Context: an optimization exercise on an open-source flow, tuned for small area, a short achievable clock period and few clock cycles per item. The choices shown serve that exercise and are no tape-out recipe. Function was checked by simulation only, so behaviour that the tests miss may differ from the original.

==> v14 <==
==> flow/design.v (excerpt) <==
module fg_fir (
    input  wire        clk,
    input  wire        rst,
    input  wire        cfg_we,
    input  wire [4:0]  cfg_addr,
    input  wire [31:0] cfg_data,
    input  wire        clr,
    input  wire        in_valid,
    output wire        in_ready,
    input  wire [63:0] in_x,
    output wire        out_valid,
    output wire [63:0] out_y,
    output wire [23:0] out_q,
    output wire        out_sat
);
    localparam NTAPS = 32;
    localparam S_IDLE = 2'd0;
    localparam S_MAC  = 2'd1;
    localparam S_OUT  = 2'd2;
    reg [1:0]  state;
    reg [4:0]  idx;
    reg [31:0] h [0:NTAPS-1];    
    reg [31:0] d [0:NTAPS-1];    
    reg [63:0] acc;
    wire [31:0] xtrunc = in_x[63:32];
    wire        xhalf  = in_x[31];
    wire        xstick = |in_x[30:0];
    wire        xup    = xhalf & (xstick | xtrunc[0]);
    wire [31:0] xrnd   = xtrunc + {31'd0, xup};
    wire signed [63:0] prod    = $signed(d[idx]) * $signed(h[idx]);
    wire [63:0]        acc_nxt = acc + {prod[62:0], 1'b0};
    integer i;
    always @(posedge clk) begin
        if (rst) begin
            state <= S_IDLE;
            idx   <= 5'd0;
            acc   <= 64'd0;
            for (i = 0; i < NTAPS; i = i + 1) begin
                h[i] <= 32'd0;
                d[i] <= 32'd0;
            end
        end else begin
            case (state)
                S_IDLE: begin
                    if (cfg_we) begin
                        h[cfg_addr] <= cfg_data;
                    end else if (clr) begin
                        for (i = 0; i < NTAPS; i = i + 1)
                            d[i] <= 32'd0;
                    end else if (in_valid) begin
                        d[0] <= xrnd;
                        for (i = 1; i < NTAPS; i = i + 1)
                            d[i] <= d[i-1];
                        idx   <= 5'd0;
                        acc   <= 64'd0;
                        state <= S_MAC;
                    end
                end
                S_MAC: begin
                    acc <= acc_nxt;
                    if (idx == 5'd31)
  ...
==> module fg_fir, before the edit <==
module fg_fir (
    input  wire        clk,
    input  wire        rst,
    input  wire        cfg_we,
    input  wire [4:0]  cfg_addr,
    input  wire [31:0] cfg_data,
    input  wire        clr,
    input  wire        in_valid,
    output wire        in_ready,
    input  wire [63:0] in_x,
    output wire        out_valid,
    output wire [63:0] out_y,
    output wire [23:0] out_q,
    output wire        out_sat
);
    localparam NTAPS = 32;
    localparam S_IDLE = 2'd0;
    localparam S_MAC  = 2'd1;
    localparam S_OUT  = 2'd2;
    reg [1:0]  state;
    reg [4:0]  idx;
    reg [31:0] h [0:NTAPS-1];    
    reg [31:0] d [0:NTAPS-1];    
    reg [63:0] acc;
    wire [31:0] xtrunc = in_x[63:32];
    wire        xhalf  = in_x[31];
    wire        xstick = |in_x[30:0];
    wire        xup    = xhalf & (xstick | xtrunc[0]);
    wire [31:0] xrnd   = xtrunc + {31'd0, xup};
    wire signed [63:0] prod    = $signed(d[idx]) * $signed(h[idx]);
    wire [63:0]        acc_nxt = acc + {prod[62:0], 1'b0};
    integer i;
    always @(posedge clk) begin
        if (rst) begin
            state <= S_IDLE;
            idx   <= 5'd0;
            acc   <= 64'd0;
            for (i = 0; i < NTAPS; i = i + 1) begin
                h[i] <= 32'd0;
                d[i] <= 32'd0;
            end
        end else begin
            case (state)
                S_IDLE: begin
                    if (cfg_we) begin
                        h[cfg_addr] <= cfg_data;
                    end else if (clr) begin
                        for (i = 0; i < NTAPS; i = i + 1)
                            d[i] <= 32'd0;
                    end else if (in_valid) begin
                        d[0] <= xrnd;
                        for (i = 1; i < NTAPS; i = i + 1)
                            d[i] <= d[i-1];
                        idx   <= 5'd0;
                        acc   <= 64'd0;
                        state <= S_MAC;
                    end
                end
                S_MAC: begin
                    acc <= acc_nxt;
                    if (idx == 5'd31)
                        state <= S_OUT;
                    else
                        idx <= idx + 5'd1;
                end
                default: begin
                    state <= S_IDLE;
                end
            endcase
        end
    end
    assign in_ready  = (state == S_IDLE);
    assign out_valid = (state == S_OUT);
    assign out_y     = acc;
    wire [25:0] qtrunc = acc[63:38];
    wire        qhalf  = acc[37];
    wire        qstick = |acc[36:0];
    wire        qup    = qhalf & (qstick | qtrunc[0]);
    wire [26:0] qrnd   = {qtrunc[25], qtrunc} + {26'd0, qup};
    wire        q_hi   = ($signed(qrnd) > $signed(27'sd8388607));
    wire        q_lo   = ($signed(qrnd) < -$signed(27'sd8388608));
    assign out_sat = q_hi | q_lo;
    assign out_q   = q_hi ? 24'h7FFFFF : (q_lo ? 24'h800000 : qrnd[23:0]);
endmodule
==> flow/config.mk <==
export PLATFORM = sky130hd
export DESIGN_NAME = fg_fir
export DESIGN_NICKNAME = fg_fir
export VERILOG_FILES = /design/flow/design.v
export SDC_FILE = /design/flow/constraint.sdc
export NUM_CORES = 4
export LEC_CHECK = 0
export CAP_MARGIN = 20
export CORE_MARGIN = 2
export CORE_UTILIZATION = 40
export SLEW_MARGIN = 20
==> flow/constraint.sdc <==
create_clock -name core_clock -period 16.0 [get_ports {clk}]
set_input_delay 3.2000 -clock core_clock [delete_from_list [all_inputs] [get_ports {clk}]]
set_output_delay 3.2000 -clock core_clock [all_outputs]
set_load 0.01 [all_outputs]
run.sh (not shown) runs the stock make flow with config.mk's settings and CLKGATE_MAP_FILE= SYNTH_SCRIPT=/design/flow/synth_recipe.tcl, a recipe that flattens the netlist after the stock synthesis.
==> inputs of v20, as changes to v14 <==
--- a/flow/design.v
+++ b/flow/design.v
@@ -28,6 +28,10 @@
     wire        xup    = xhalf & (xstick | xtrunc[0]);
     wire [31:0] xrnd   = xtrunc + {31'd0, xup};
-    wire signed [63:0] prod    = $signed(d[idx]) * $signed(h[idx]);
-    wire [63:0]        acc_nxt = acc + {prod[62:0], 1'b0};
+    wire signed [63:0] p0 = $signed(d[{idx[2:0], 2'd0}]) * $signed(h[{idx[2:0], 2'd0}]);
+    wire signed [63:0] p1 = $signed(d[{idx[2:0], 2'd1}]) * $signed(h[{idx[2:0], 2'd1}]);
+    wire signed [63:0] p2 = $signed(d[{idx[2:0], 2'd2}]) * $signed(h[{idx[2:0], 2'd2}]);
+    wire signed [63:0] p3 = $signed(d[{idx[2:0], 2'd3}]) * $signed(h[{idx[2:0], 2'd3}]);
+    wire [63:0]        acc_nxt = acc + {p0[62:0], 1'b0} + {p1[62:0], 1'b0}
+                                     + {p2[62:0], 1'b0} + {p3[62:0], 1'b0};
     integer i;
     always @(posedge clk) begin
@@ -59,5 +63,5 @@
                 S_MAC: begin
                     acc <= acc_nxt;
-                    if (idx == 5'd31)
+                    if (idx == 5'd7)
                         state <= S_OUT;
                     else
CORE_UTILIZATION = 35   (was 40)
==> results.txt <==
	v14	v20
Status	finished clean	finished clean
GRT met1 Usage	0.3574	0.3224
Inverter count of the layout excluding clock inverters	1010	4396
Worst Reg2Reg Path Length in Cells	40	49
WP data arrival	14.49 ns	15.90 ns
XOR/XNOR Fraction of Synth Area	0.01142	0.01455
Complex-gate fraction of the synthesized area	0.09553	0.08025
Min Hold Slack	0.4473 ns	0.4726 ns
Number of clock buffers in the layout	296	300
Flip-flop and latch count	2123	2121
Avg WL per Cell	25.22 µm	25.74 µm
Number of antenna violations at the first check in global routing	43	68
Library cell contributing the largest single delay on the critical path	sky130_fd_sc_hd__nor2_4	sky130_fd_sc_hd__nand4_1
Antenna Cells	15	48
Gate Count Post-Synth	13050	24030
Metal-1 WL	188000 µm	331400 µm
Synthesized area per cell	10.32 µm²	9.858 µm²
Peak fanout along the critical path	19	37
Final-layout fill cell count	31620	66250
Grt met2 use	0.3901	0.3803
Dpl cell area	140900 µm²	251000 µm²
Number of global-route vias before repair	97470	183200
Testbench counts of v14, summed over its fixed seeds: cycles 108,800, items 3,200.
Testbench counts of v20, summed over its fixed seeds: cycles 32,000, items 3,200.

## afterwards: timing with drivers on the ports
No port has a modelled driver above. Below, the same layouts with a new extraction and two added sets of constraints. Step 1 (the two cells are an assumption about what drives the block):
set clk [get_ports {clk}]
set_driving_cell -lib_cell sky130_fd_sc_hd__clkbuf_16 $clk
set_driving_cell -lib_cell sky130_fd_sc_hd__buf_2 [delete_from_list [all_inputs] $clk]
Step 2 also shifts input and output timing later by t, the mid clock arrival at the registers, as if the neighbouring blocks saw the same clock. Slacks: no drivers / after step 1 / after step 2; pairs: no drivers / after step 1.
| run | t, ns | slack for setup (ns) | worst setup path after step 2 | clock arrival spread, ns | pins driven straight from the clock port |
|---|---|---|---|---|---|
| v14 | 0.995 | 2.328 / 2.328 / 2.328 | register to register | 0.099 / 0.099 | 1 |
| v20 | 1.042 | 0.922 / 0.922 / 0.922 | register to register | 0.101 / 0.101 | 1 |
After both steps setup and hold are still met in every run listed.
